Context: an optimization exercise on an open-source flow, tuned for small area. The choices shown serve that exercise and are no tape-out recipe. Function was checked by simulation only, so behaviour that the tests miss may differ from the original. No activity file was given, so power comes from the tool's default toggle rates. The clock port is modelled as an ideal driver; clocking choices that lean on that would not hold on a real chip.

## wip/willow
==> flow/design.v <==
module fb_speed (
    input  wire        clk,
    input  wire        rst,             
    input  wire        edge_valid,
    input  wire [35:0] edge_t,          
    input  wire [35:0] edge_p,          
    input  wire        edge_neg,        
    input  wire        edge_new_run,    
    input  wire        ring_clear,      
    input  wire        rel_valid,
    output wire        rel_ready,
    input  wire [35:0] rel_s,           
    input  wire [3:0]  cfg_match,       
    input  wire [35:0] cfg_win,         
    input  wire [35:0] cfg_tmax,        
    output reg         done,
    output wire [35:0] speed,
    output reg         speed_valid,
    output reg         standstill,
    output wire [35:0] span
);
    localparam [35:0] K0N = ~36'd1953125;
    reg  [2:0]  ph;
    wire [2:0]  pp = ~ph;               
    always @(posedge clk) begin
        if (rst) ph <= 3'd0;
        else     ph <= ph + 3'd1;
    end
    wire        new_e = edge_valid && !ring_clear;
    reg  [5:0]  aptr;                   
    reg  [35:0] T, P;                   
    reg         t_pend, p_pend;
    wire [5:0]  slot_t = aptr + 6'd1;
    wire [5:0]  slot_p = aptr + 6'd2;
    wire        wr_p   = p_pend && (slot_p[2:0] == pp);
    wire        wr_t   = t_pend && (slot_t[2:0] == pp);
    wire [35:0] wd     = wr_p ? P : T;
    wire [2:0]  wl     = wr_p ? slot_p[5:3] : slot_t[5:3];
    wire        wen    = wr_p || wr_t;
    wire [35:0] T_nx   = new_e ? edge_t : T;
    always @(posedge clk) begin
        if (new_e) T <= edge_t;
        if (new_e && t_pend && !wr_t) P <= T;
    end
    always @(posedge clk) begin
        if (rst) begin
            aptr   <= 6'd0;
            t_pend <= 1'b0;
            p_pend <= 1'b0;
        end else begin
            if (new_e) aptr <= aptr - 6'd1;
            t_pend <= new_e || (t_pend && !wr_t);
            p_pend <= (new_e && t_pend && !wr_t) || (p_pend && !wr_p);
        end
    end
    wire [35:0] port [0:7];
    genvar gl;
    generate
        for (gl = 0; gl < 8; gl = gl + 1) begin : g_loop
            reg [8*36-1:0] lv;
            always @(posedge clk)
                lv <= {lv[7*36-1:0], (wen && wl == gl) ? wd : lv[8*36-1:7*36]};
            assign port[gl] = lv[8*36-1:7*36];
        end
    endgenerate
    reg  [6:0]  run_len;                
    reg         last_neg;
    reg         stand_flag;
    wire        stand_now;              
    localparam [3:0] S_IDLE = 4'd0, S_CHK = 4'd1, S_SCAN = 4'd2, S_D1I = 4'd3,
                     S_DIV1 = 4'd4, S_MI = 4'd5, S_MUL = 4'd6, S_ROT = 4'd7,
                     S_DIV2 = 4'd8, S_FIN = 4'd9;
    reg  [3:0]  state;
    assign rel_ready = (state == S_IDLE);
    wire        chk = (state == S_CHK);
    wire        e_rs = edge_new_run || (run_len == 7'd0) || (edge_neg != last_neg) ||
                       stand_flag || (chk && stand_now);
    wire [6:0]  run_nx = ring_clear ? 7'd0 :
                         !edge_valid ? run_len :
                         e_rs ? 7'd1 :
                         (run_len == 7'd64) ? 7'd64 : run_len + 7'd1;
    always @(posedge clk) begin
        if (rst) begin
            run_len    <= 7'd0;
            last_neg   <= 1'b0;
            stand_flag <= 1'b0;
        end else begin
            run_len <= run_nx;
            if (ring_clear)    last_neg <= 1'b0;
            else if (edge_valid) last_neg <= edge_neg;
            if (ring_clear)    stand_flag <= 1'b0;
            else if (edge_valid) stand_flag <= 1'b0;
            else if (chk && stand_now) stand_flag <= 1'b1;
        end
    end
    reg  [35:0] K, Q, R, S;
    reg         ux;
    reg  [6:0]  n_rel;
    reg  [5:0]  a_sel, o, sc;
    reg  [2:0]  m_ph;
    reg         cw_ok, cx_ok, neg, dsel_s, ovf, satf, zf, dly;
    assign speed = K;
    assign span  = S;
    wire scan = (state == S_SCAN);
    wire mul  = (state == S_MUL);
    wire fin  = (state == S_FIN);
    wire div2 = (state == S_DIV2);
    wire rot  = (state == S_ROT);
    wire        s_s   = div2 && dsel_s;
    wire        s_r   = !(scan || chk || mul || fin || s_s);
    wire [35:0] bport = ({36{scan && sc[5:3] == 3'd0}} & port[0]) | ({36{scan && sc[5:3] == 3'd1}} & port[1]) |
                        ({36{scan && sc[5:3] == 3'd2}} & port[2]) | ({36{scan && sc[5:3] == 3'd3}} & port[3]) |
                        ({36{scan && sc[5:3] == 3'd4}} & port[4]) | ({36{scan && sc[5:3] == 3'd5}} & port[5]) |
                        ({36{scan && sc[5:3] == 3'd6}} & port[6]) | ({36{scan && sc[5:3] == 3'd7}} & port[7]);
    wire [35:0] bv    = bport | ({36{chk}} & T) | ({36{s_r}} & R) | ({36{s_s}} & S) |
                        ({36{mul}} & ~(36'd1953125 - 36'd1)) | {36{fin}};
    wire [36:0] aa = {ux, K};
    wire [36:0] nb = {1'b1, ~bv};
    wire [37:0] cc;
    wire [36:0] ss;
    assign cc[0] = 1'b1;
    genvar gi;
    generate
        for (gi = 0; gi < 37; gi = gi + 1) begin : g_add
            assign ss[gi]   = aa[gi] ^ nb[gi] ^ cc[gi];
            assign cc[gi+1] = (aa[gi] & nb[gi]) | (aa[gi] & cc[gi]) | (nb[gi] & cc[gi]);
        end
    endgenerate
    wire        cy = cc[37];            
    wire [35:0] df = ss[35:0];
    wire [36:0] cw, ct;
    assign cw[0] = 1'b1;
    assign ct[0] = 1'b1;
    generate
        for (gi = 0; gi < 36; gi = gi + 1) begin : g_cmp
            assign cw[gi+1] = (cfg_win[gi] & ~df[gi]) | (cfg_win[gi] & cw[gi]) | (~df[gi] & cw[gi]);
            assign ct[gi+1] = (cfg_tmax[gi] & ~df[gi]) | (cfg_tmax[gi] & ct[gi]) | (~df[gi] & ct[gi]);
        end
    endgenerate
    wire        c_win = cw[36];
    wire        c_thr = ct[36];
    assign stand_now = (n_rel == 7'd0) || !c_thr;
    wire [3:0]  mp     = (cfg_match >= 4'd1 && cfg_match <= 4'd8) ? cfg_match : 4'd1;
    wire [2:0]  mp1    = mp[2:0] - 3'd1;
    wire        al     = (sc[2:0] == pp);
    wire        inr    = ({1'b0, o} < n_rel);
    wire        mt     = (m_ph == 3'd0);
    wire        e_win  = inr && mt && c_win;
    wire        e_tm   = inr && mt && c_thr;
    wire        upd    = !cw_ok && (e_win || e_tm || (o == 6'd1 && !cx_ok));
    reg  [2:0]  m_init;
    always @(*) begin
        case (cfg_match)
            4'd2: m_init = 3'd1;
            4'd4: m_init = 3'd3;
            4'd5: m_init = 3'd3;
            4'd6: m_init = 3'd3;
            4'd8: m_init = 3'd7;
            default: m_init = 3'd0;
        endcase
    end
    wire        d1i       = (state == S_D1I);
    wire        mi        = (state == S_MI);
    wire        fin_first = fin && (o == 6'd36);
    wire        fin_last  = fin && (o == 6'd1);
    wire        inj       = ((dly | satf) & !zf) ^ neg;
    wire        rnd       = (Q[35] & !satf & !zf) ^ neg;
    wire        take      = mul ? a_sel[5] : fin ? (fin_last && inj && rnd) :
                            (rot || d1i || mi) ? 1'b0 : cy;
    wire        keep      = !(d1i || mi);
    wire [35:0] sel       = ({36{take}} & df) | ({36{keep && !take}} & K);
    wire        kin       = div2 ? (o >= 6'd21 ? Q[35] : 1'b0) :
                            fin_first ? neg :
                            fin_last  ? (inj ^ rnd) :
                            fin       ? inj :
                            (rot || d1i || mi || mul) ? 1'b0 : Q[35];
    wire        ge        = (|Q[35:6]) || (Q[5:0] >= a_sel);
    wire        k_rel = (state == S_IDLE) && rel_valid;
    wire        k_sh  = !(state == S_IDLE || chk || scan);
    always @(posedge clk) begin
        if (k_rel || chk || k_sh)
            K <= ({36{k_rel}} & rel_s) | ({36{chk}} & T) | ({36{k_sh}} & {sel[34:0], kin});
        ux <= k_sh && sel[35];
    end
    always @(posedge clk) begin
        Q   <= d1i ? S : {Q[34:0], rot ? K[35] : cy};
        dly <= Q[35];
    end
    always @(posedge clk) begin
        if (rst) begin
            state       <= S_IDLE;
            done        <= 1'b0;
            speed_valid <= 1'b0;
            standstill  <= 1'b0;
        end else begin
            done <= 1'b0;
            case (state)
                S_IDLE: begin
                    if (rel_valid) begin
                        S     <= 36'd0;
                        n_rel <= run_nx;
                        sc    <= new_e ? aptr - 6'd1 : aptr;
                        neg   <= new_e ? edge_neg : last_neg;
                        state <= S_CHK;
                    end
                end
                S_CHK: begin
                    R      <= df;                 
                    o      <= 6'd63;
                    m_ph   <= m_init;
                    cw_ok  <= 1'b0;
                    cx_ok  <= 1'b0;
                    if (stand_now || n_rel == 7'd1) begin
                        standstill  <= stand_now;
                        speed_valid <= 1'b0;
                        neg         <= 1'b0;
                        zf          <= 1'b1;
                        o           <= 6'd36;
                        state       <= S_FIN;
                    end else begin
                        standstill  <= 1'b0;
                        speed_valid <= 1'b1;
                        zf          <= 1'b0;
                        state       <= S_SCAN;
                    end
                end
                S_SCAN: begin
                    if (al) begin
                        if (upd) begin
                            S     <= df;
                            a_sel <= o;
                        end
                        if (e_win) cw_ok <= 1'b1;
                        if (e_tm)  cx_ok <= 1'b1;
                        m_ph <= mt ? mp1 : m_ph - 3'd1;
                        o    <= o - 6'd1;
                        sc   <= sc - 6'd1;
                        if (o == 6'd1) state <= S_D1I;
                    end
                end
                default: begin
                    if (mul) a_sel <= {a_sel[4:0], 1'b0};
                    if (mi) begin
                        dsel_s <= ge;
                        if (!ge) a_sel <= 6'd1;
                    end
                    if (div2 && o <= 6'd20 && Q[35]) ovf <= 1'b1;
                    o <= o - 6'd1;
                    case (state)
                        S_D1I:  begin state <= S_DIV1; o <= 6'd37; end
                        S_MI:   begin state <= S_MUL;  o <= 6'd6;  end
                        default: if (o == 6'd1) begin
                            case (state)
                                S_DIV1: state <= S_MI;
                                S_MUL:  begin state <= S_ROT;  o <= 6'd36; end
                                S_ROT:  begin state <= S_DIV2; o <= 6'd56; ovf <= 1'b0; end
                                S_DIV2: begin state <= S_FIN;  o <= 6'd36; satf <= ovf || Q[35] || (&{Q[34:0], cy}); end
                                default: begin state <= S_IDLE; done <= 1'b1; end
                            endcase
                        end
                    endcase
                end
            endcase
        end
    end
endmodule
clock: 20.0 ns
lec_check: 0
cap_margin: 20
core_margin: 2
core_utilization: 60
slew_margin: 20
synth_memory_max_bits: 16384
standard.sh (not shown) runs the stock make flow with config.mk's settings and CLKGATE_MAP_FILE= SYNTH_SCRIPT=/design/flow/synth_recipe.tcl, a recipe that flattens the netlist after the stock synthesis.
==> flow/flow/run.sh <==
#!/bin/bash
# Standard layout with two changes: the port buffers are the smallest
# buffer cell, and clock tree synthesis clusters more sinks per leaf buffer
# and adds no dummy loads.
bash standard.sh \
  "BUFFER_PORTS_ARGS=-buffer_cell sky130_fd_sc_hd__buf_1" \
  "CTS_ARGS=-sink_clustering_enable -repair_clock_nets -dont_use_dummy_load -sink_clustering_size 34 -sink_clustering_max_diameter 80" \
  finish > standard.log 2>&1
The flow did not stop early for wip/willow: all stages ran, and the layout cleared the timing, design-rule and antenna checks.
Input changes introduced in wip/sierra (baseline for comparison: wip/willow):
Settings: swapping 60 for 70 in CORE_UTILIZATION.
==> flow/flow/run.sh <==
#!/bin/bash
# Standard layout with two changes: the port buffers are the smallest
# buffer cell, and clock tree synthesis clusters more sinks per leaf buffer
# and adds no dummy loads.
bash standard.sh \
  "BUFFER_PORTS_ARGS=-buffer_cell sky130_fd_sc_hd__buf_1" \
  "CTS_ARGS=-sink_clustering_enable -repair_clock_nets -dont_use_dummy_load -sink_clustering_size 36 -sink_clustering_max_diameter 60" \
  finish > standard.log 2>&1
In wip/sierra the worst hold slack turned out 0.015 ns lower than in wip/willow. Going from wip/willow to wip/sierra, the die area was shrunk. Higher global-route usage was reported by wip/sierra, not wip/willow. wip/sierra — fraction of area in clock buffers and inverters 1.0 points higher, wip/willow as reference. From wip/willow to wip/sierra the numbers moved as follows: final standard cell utilization of the core has increased; synthesized instance count has remained practically unchanged; sum of routed wire length over all layers has decreased. ~same net switching component of the power in wip/willow and wip/sierra.
> inputs changed (wip/sierra -> wip/pepper)
Settings: SLEW_MARGIN: 20 -> 5; CAP_MARGIN: 20 -> 5; CORE_UTILIZATION: 70 -> 60.
==> flow/flow/run.sh <==
#!/bin/bash
# Standard layout with two changes: the port buffers are the smallest
# buffer cell, and clock tree synthesis clusters more sinks per leaf buffer
# and adds no dummy loads.
bash standard.sh \
  "BUFFER_PORTS_ARGS=-buffer_cell sky130_fd_sc_hd__buf_1" \
  "CTS_ARGS=-sink_clustering_enable -repair_clock_nets -dont_use_dummy_load -sink_clustering_size 32 -sink_clustering_max_diameter 80" \
  finish > standard.log 2>&1
Notes after the runs:
Across both runs, worst hold slack was higher for wip/pepper than for wip/sierra. Per the final summary, wip/pepper finished and its layout is clean on timing, DRC and antenna. Measured against each other, wip/pepper and wip/sierra differ in final period demand of the worst path, the higher figure coming from wip/sierra. NOTE: worst-margin pin slew in wip/pepper falls short of that of wip/sierra. Cmp wip/pepper and wip/sierra / final clock skew / lower: wip/pepper.

-- what the ideal ports hide --
The results above use ideal ports. As a check the final layouts listed here were re-extracted and re-timed, cells and wires unchanged.
Step 1, drivers: a clkbuf_16 drives clk and a buf_2 each remaining input, both assumed.
Step 2, shift: input delay + t, output delay - t, t = (earliest + latest rising clock arrival at the registers) / 2. This alone moves slack from input paths to output paths.
Slacks: no drivers / after step 1 / after step 2; pairs: no drivers / after step 1.
run	t, ns	setup WS [ns]	worst data-port slew with drivers (ns)
wip/willow	0.734	0.589 / 0.589 / 0.589	0.20
wip/sierra	0.777	0.632 / 0.632 / 0.632	0.19
wip/pepper	0.766	0.683 / 0.683 / 0.683	0.20
After both steps setup and hold are still met in every run listed.
